Source: an optimization exercise on an open RTL-to-GDS flow (aim: small area). Production flows keep margins and buffers that such runs may drop. The RTL was checked by simulation tests, not by an equivalence proof against the original design.

==> job 3510 <==
Design rdsp_acc_unit, start of the top module:
module rdsp_acc_unit (
    input  wire        clk,
    input  wire        rst,
    input  wire        in_valid,
    input  wire [3:0]  in_op,
    input  wire [1:0]  in_ad,
    input  wire [1:0]  in_as,
    input  wire [31:0] in_s,
    input  wire [31:0] in_t,
    input  wire [31:0] in_x,
    input  wire [4:0]  in_sh,
    input  wire [1:0]  in_w,
    input  wire [4:0]  in_b,
    input  wire        in_sat,
    input  wire        clr_sticky,
    output reg         out_xv,
    output reg  [31:0] out_x,
    output reg         out_fv,
    output reg         out_z,
    output reg         out_n,
    output reg         out_av,
    output reg         out_lv
);
export LEC_CHECK = 0
export CAP_MARGIN = 20
export CORE_MARGIN = 2
export CORE_UTILIZATION = 40
export PLACE_DENSITY = 0.6
export SLEW_MARGIN = 20
export SYNTH_HIERARCHICAL = 1
create_clock -name core_clock -period 12.0 [get_ports {clk}]
standard.sh (not shown) runs the stock make flow with config.mk's settings and CLKGATE_MAP_FILE= SYNTH_SCRIPT=/design/flow/synth_recipe.tcl, a recipe that flattens the netlist after the stock synthesis.
==> flow/flow/run.sh <==
#!/bin/bash
# The standard layout (the standard.sh: standard synthesis, floorplan,
# placement, CTS, routing), with two changes:
#  - the buffers that placement puts on every input and output port are the
#    smallest buffer cell instead of the delay-cell buffer buffer_ports picks
#    by itself (timing repair still resizes them where timing needs it);
#  - CTS clusters up to 20 sinks within 80 um per leaf buffer and adds no
#    dummy loads to the clock tree's leaves.
# make's full output goes to standard.log here; ORFS keeps each step's log
# under orfs/logs/.
set -euo pipefail
export BUFFER_PORTS_ARGS="-buffer_cell sky130_fd_sc_hd__buf_1"
export CTS_ARGS="-sink_clustering_enable -repair_clock_nets -dont_use_dummy_load -sink_clustering_size 20 -sink_clustering_max_diameter 80"
bash standard.sh > standard.log 2>&1
==> job 3436: changes against job 3510 <==
CORE_UTILIZATION = 50   (was 40)
PLACE_DENSITY = 0.7   (was 0.6)
==> comparison <==
Against job 3436, the non-clock buffer count of job 3510 is lower by 12.
Final area: job 3510 is higher than job 3436 (0.53%).
Of job 3510 and job 3436, job 3436 has the higher sequential share of layout area (gap 0.12 points).
Against job 3510, the setup slack of job 3436 is lower by 0.16 ns.
Of job 3510 and job 3436, job 3510 has the higher die area (gap 25%, measured against job 3436).
Between job 3436 and job 3510, the lower via count is in job 3510 (gap about 3.2%, measured against job 3510).
Synthesized cell count is the same in job 3436 and job 3510.
Between job 3436 and job 3510, the lower core utilization is in job 3510 (gap 11 points).
Between job 3436 and job 3510, the lower hold slack is in job 3510 (gap 0.0071 ns).
Between job 3436 and job 3510, the lower clock-buffer cell count is in job 3436 (gap 2).
Between job 3510 and job 3436, the lower register-to-register slack is in job 3436 (gap 0.20 ns).


==> inputs of build 21 <==
Starting RTL as in the previous note.
Settings: LEC_CHECK=0, CAP_MARGIN=20, CORE_MARGIN=2, CORE_UTILIZATION=40, PLACE_DENSITY=0.6, SLEW_MARGIN=20, SYNTH_HIERARCHICAL=1; clock period 12.0 ns.
==> flow/flow/run.sh <==
#!/bin/bash
# The standard layout (the standard.sh: standard synthesis, floorplan,
# placement, CTS, routing), with one change: the buffers that placement puts
# on every input and output port are the smallest buffer cell instead of the
# delay cell buffer_ports picks by itself. Timing repair still resizes them
# where timing needs it. make's full output goes to standard.log here; ORFS
# keeps each step's log under orfs/logs/.
set -euo pipefail
export BUFFER_PORTS_ARGS="-buffer_cell sky130_fd_sc_hd__buf_1"
bash standard.sh > standard.log 2>&1
==> trial 69: changes against build 21 <==
==> flow/run.sh (new file) <==
#!/bin/bash
# synth_recipe.tcl (not shown) runs the flow's synth.tcl, then flattens the netlist and writes it again
# the make line also repeats each setting of config.mk as NAME=value (left out here)
make -C /OpenROAD-flow-scripts/flow DESIGN_CONFIG=/design/flow/config.mk WORK_HOME=/design/flow/orfs CLKGATE_MAP_FILE= SYNTH_SCRIPT=/design/flow/synth_recipe.tcl finish
removed: flow/flow/run.sh
removed: flow/standard.sh
==> comparison <==
Between build 21 and trial 69, the lower fmax is in trial 69 (gap 2.4%, measured against trial 69).
Register-to-register slack: trial 69 is higher than build 21 (0.16 ns).
In synthesized cell count, build 21 and trial 69 do not differ.
In trial 69 the clock-buffer cell count is higher than in build 21, by 2.
In sequential cell count, trial 69 and build 21 do not differ.
Clock skew: trial 69 is lower than build 21 (0.0076 ns).
Utilization: build 21 is lower than trial 69 (1.7 points).
Of trial 69 and build 21, build 21 has the higher worst setup slack (gap 0.27 ns).
Between build 21 and trial 69, the lower first-iteration DRC count is in trial 69 (gap about 10%, measured against trial 69).
==> figures <==
| item | build 21 | trial 69 |
|---|---|---|
| First-pass GRT wire length | 199000 um | 200000 um |
| Area of the multi-input gates | 0.0217 mm2 | 0.0217 mm2 |
| First element of the critical path | in_op[3] | in_op[1] |
| Crit. path cell count | 31 | 34 |
| Max Freq | 88.2 MHz | 86.2 MHz |
| Clock buffer cells | 36 | 38 |
| Maximum fanout along the worst path | 11 | 38 |
| Highest signal layer in the routed design | met5 | met4 |
| Data arrival time of the critical path | 11.82 ns | 12.08 ns |
| HPWL Detailed | 109000 um | 111000 um |
| Result of the run | complete, no violations | complete, no violations |
| Portion of the layout cell area used by non-clock buffers | 6.12% | 9.41% |
| Wire length after detailed routing | 139000 um | 141000 um |
| Hold WS | 0.324 ns | 0.321 ns |
| Max stage delay on crit path | 0.64 ns | 0.69 ns |
| Later-pin clock latency in the skew report | 0.62 ns | 0.60 ns |
| Worst slack after detailed placement | 0.403 ns | 0.127 ns |
| Cell type of the slowest stage on the worst timing path | sky130_fd_sc_hd__a2111oi_0 | sky130_fd_sc_hd__clkdlybuf4s50_1 |

==> what the ideal ports hide <==
The results above use ideal ports. As a check the final layouts listed here were re-extracted and re-timed, cells and wires unchanged.
Step 1: set_driving_cell puts a clkbuf_16 on clk and a buf_2 on each other input, an assumption about the parent block.
Step 2 adds t to the input delays and takes it off the output delays; t is the mean of the earliest and latest rising clock arrival at the registers after step 1. Input paths then give back, and output paths get back, about the clock's delay inside the block.
a / b / c = ideal / step 1 / step 2; a / b = the first two.
run | t, ns | setup WS [ns] | worst slew at a driven data input, ns
job 3510 | 0.590 | 0.693 / 0.636 / 0.047 | 0.12
job 3436 | 0.581 | 0.533 / 0.562 / -0.018 | 0.07
build 21 | 0.649 | 0.665 / 0.592 / -0.057 | 0.13
trial 69 | 0.639 | 0.395 / 0.411 / -0.228 | 0.08
With both steps, setup timing fails in job 3436, build 21 and trial 69, where it was met with ideal ports. For build 21, which loses most, drivers alone change the setup slack by -0.073 ns; drivers and shift together by -0.722 ns.
